From an optimization exercise on the open Yosys and OpenROAD flow, aimed at small area, a short achievable clock period and few clock cycles per item; shortcuts taken in it are not production practice.
RTL that was checked went through simulation tests only; none was proved equivalent to the original.

old:
// rs_group_codec
module rs_group_codec (
    input  wire         clk,
    input  wire         rst_n,         
    input  wire         in_valid,
    output wire         in_ready,
    input  wire         in_op,         
    input  wire [255:0] in_data,
    input  wire [23:0]  in_check,      
    input  wire [31:0]  in_addr,       
    output reg          out_valid,
    input  wire         out_ready,
    output wire [255:0] out_data,
    output wire [23:0]  out_check,
    output wire [1:0]   out_status,
    output wire [5:0]   out_pos
);
export LEC_CHECK = 0
export CAP_MARGIN = 20
export CORE_AREA = 5 5 235 235
export CTS_BUF_LIST = sky130_fd_sc_hd__clkbuf_8
export DIE_AREA = 0 0 240 240
export PLACE_DENSITY = 0.65
export SLEW_MARGIN = 20
create_clock -name core_clock -period 15.0 [get_ports {clk}]
standard.sh (not shown) runs the stock make flow with config.mk's settings and CLKGATE_MAP_FILE= SYNTH_SCRIPT=/design/flow/synth_recipe.tcl, a recipe that flattens the netlist after the stock synthesis.
==> flow/flow/run.sh <==
#!/bin/bash
set -euo pipefail
MARGIN=$(cat flow/margin.txt)
bash standard.sh \
  "BUFFER_PORTS_ARGS=-buffer_cell sky130_fd_sc_hd__buf_1" \
  "SETUP_SLACK_MARGIN=$MARGIN" \
  finish > standard.log 2>&1
==> flow/flow/margin.txt <==
7
old | stages: all done | timing, DRC, antenna: all pass
Testbench counts of old, summed over its fixed seeds: cycles 9,608, items 9,600.
Input-level comparison between new and old:
Settings: clearing CTS_BUF_LIST, which used to be sky130_fd_sc_hd__clkbuf_8.
==> flow/flow/margin.txt <==
7.5
[summary]
- new ended with every stage complete and zero timing, DRC or antenna violations.
- Clock distribution area overhead in the final layout delta (old -> new): insignificant
- new vs old — number of buffers inserted during clock tree synthesis dropped by more than a quarter
- When new is set beside old, its time the worst path needs with I/O delays and setup turns out to be 110 ps smaller.
- Between old and new, the flow reports fmax increasing slightly.
- Tightest hold margin came out lower on new than on old.
- Taking old over new, the post-CTS setup buffer count ratio works out to 0.27.
- Where wire length of the first global-routing pass is concerned, old is better than new.
- new has more setup slack than old.
- Taking old over new, the total area of multi-input combinational cells ratio works out to 0.932.

Another version of the RTL of rs_group_codec (not shown whole).
For scale: about 300 flip-flops, ~610 I/O pins.
Settings: LEC_CHECK=0, CAP_MARGIN=20, CORE_AREA=5 5 235 235, CTS_BUF_LIST=sky130_fd_sc_hd__clkbuf_8, DIE_AREA=0 0 240 240, PLACE_DENSITY=0.65, SLEW_MARGIN=20; clock period 15.0 ns.
==> flow/flow/margin.txt <==
7
Scripts as last shown in full above: flow/flow/run.sh
Edit:
CORE_AREA = 5 5 265 265   (was 5 5 235 235)
CTS_BUF_LIST = default   (was sky130_fd_sc_hd__clkbuf_8)
DIE_AREA = 0 0 270 270   (was 0 0 240 240)
PLACE_DENSITY = 0.6   (was 0.65)
=> Synthesized area does not change; clock skew drops by 0.012 ns; die area climbs by 27%; via count drops by 3.3%; global-route usage drops by 7.6 points.
Function was not checked in any run of this note: the RTL went through the layout flow alone.

Setup of v9:
rs_group_codec with an RTL version that a note above also has.
Size in the first run: roughly 610 I/O pins, ~0.029 mm^2 of cells after synthesis.
==> flow/config.mk <==
export PLATFORM = sky130hd
export DESIGN_NAME = rs_group_codec
export DESIGN_NICKNAME = rs_group_codec
export VERILOG_FILES = /design/flow/design.v
export SDC_FILE = /design/flow/constraint.sdc
export NUM_CORES = 4
export LEC_CHECK = 0
export CAP_MARGIN = 20
export CORE_AREA = 5 5 235 235
export CTS_BUF_LIST = sky130_fd_sc_hd__clkbuf_8
export DIE_AREA = 0 0 240 240
export GPL_ROUTABILITY_DRIVEN = 0
export PLACE_DENSITY = 0.8
export SLEW_MARGIN = 20
==> flow/constraint.sdc <==
create_clock -name core_clock -period 15.0 [get_ports {clk}]
set_input_delay 3.0000 -clock core_clock [delete_from_list [all_inputs] [get_ports {clk}]]
set_output_delay 3.0000 -clock core_clock [all_outputs]
set_load 0.01 [all_outputs]
Scripts as last shown in full above: flow/flow/run.sh, flow/flow/margin.txt
v9: full flow OK, the timing, DRC and antenna checks passed
Testbench counts of v9, summed over its fixed seeds: cycles 9,608, items 9,600.
#### Input delta (v58 over v9)
==> flow/flow/margin.txt <==
6
--- a/flow/config.mk
+++ b/flow/config.mk
@@ -7,8 +7,6 @@
 export LEC_CHECK = 0
 export CAP_MARGIN = 20
-export CORE_AREA = 5 5 235 235
-export CTS_BUF_LIST = sky130_fd_sc_hd__clkbuf_8
-export DIE_AREA = 0 0 240 240
-export GPL_ROUTABILITY_DRIVEN = 0
-export PLACE_DENSITY = 0.8
+export CORE_AREA = 5 5 265 265
+export DIE_AREA = 0 0 270 270
+export PLACE_DENSITY = 0.6
 export SLEW_MARGIN = 20
Notes after the runs:
Timing, DRC, antenna: 0 failures across v58 and v9
Compared with v9, in v58 multi-input gate area in the final layout decreased by 600 um^2 relative to the old numbers, effective utilization at floorplan decreased by 12 points relative to the old numbers, number of tap cells added at floorplan increased by 185 relative to the old numbers.
v58 ended with less achievable frequency than v9.
Across both runs, area of all placed cells without fillers was lower for v58 than for v9.
For vertical die dimension, dividing the value from v9 by the value from v58 gives 0.889.
Input changes introduced in v17 (baseline for comparison: v58):
==> flow/flow/margin.txt <==
7
--- a/flow/config.mk
+++ b/flow/config.mk
@@ -7,6 +7,7 @@
 export LEC_CHECK = 0
 export CAP_MARGIN = 20
-export CORE_AREA = 5 5 265 265
-export DIE_AREA = 0 0 270 270
-export PLACE_DENSITY = 0.6
+export CORE_AREA = 5 5 235 235
+export CTS_BUF_LIST = sky130_fd_sc_hd__clkbuf_8
+export DIE_AREA = 0 0 240 240
+export PLACE_DENSITY = 0.8
 export SLEW_MARGIN = 20
### Flow results
- Summary of v17 over v58: clock skew essentially unchanged; via count increased 2.7%.
- v17 against v58: ratio of final minimum period to clock period moved down, worst hold slack moved up, synthesis-to-finish area growth moved up, total routed wirelength moved down.
Changes in v44 relative to v17:
--- a/flow/config.mk
+++ b/flow/config.mk
@@ -10,4 +10,5 @@
 export CTS_BUF_LIST = sky130_fd_sc_hd__clkbuf_8
 export DIE_AREA = 0 0 240 240
-export PLACE_DENSITY = 0.8
+export GPL_ROUTABILITY_DRIVEN = 0
+export PLACE_DENSITY = 0.65
 export SLEW_MARGIN = 20
Notes after the runs:
As of v44, total length of routed wires had fallen by a few percent compared to v17.
In v44, worst slew margin relative to its limit is higher than in v17.
Taking v17 as the reference, in v44 number of iterations in the first detailed-routing pass higher.

==> static timing again, ports no longer ideal <==
In the flow no input, the clock included, has a driving cell. The finished layouts below were timed again as built, in two steps. Step 1 (the two cells are an assumption about what drives the block):
set clk [get_ports {clk}]
set_driving_cell -lib_cell sky130_fd_sc_hd__clkbuf_16 $clk
set_driving_cell -lib_cell sky130_fd_sc_hd__buf_2 [delete_from_list [all_inputs] $clk]
Step 2 adds t to the input delays and takes it off the output delays; t is the mean of the earliest and latest rising clock arrival at the registers after step 1. Input paths then give back, and output paths get back, about the clock's delay inside the block. Slacks: no drivers / after step 1 / after step 2; pairs: no drivers / after step 1.
| run | t (ns) | setup slack, ns | slew at the worst register clock pin (ns) |
|---|---|---|---|
| old | 0.735 | 7.038 / 7.035 / 6.330 | 0.07 / 0.07 |
| new | 0.635 | 7.150 / 7.185 / 6.550 | 0.07 / 0.07 |
| the first run of note 2 | 0.727 | 6.877 / 6.871 / 6.144 | 0.08 / 0.08 |
| the second run of note 2 | 0.641 | 6.951 / 6.988 / 6.346 | 0.06 / 0.06 |
| v9 | 0.731 | 6.921 / 6.934 / 6.221 | 0.07 / 0.07 |
| v58 | 0.636 | 6.269 / 6.299 / 5.663 | 0.07 / 0.07 |
| v17 | 0.722 | 7.040 / 6.996 / 6.346 | 0.08 / 0.08 |
| v44 | 0.707 | 7.010 / 7.023 / 6.316 | 0.07 / 0.07 |
After both steps every run listed still meets setup and hold. For the first run of note 2, which loses most, drivers alone change the setup slack by -0.006 ns; drivers and shift together by -0.733 ns.
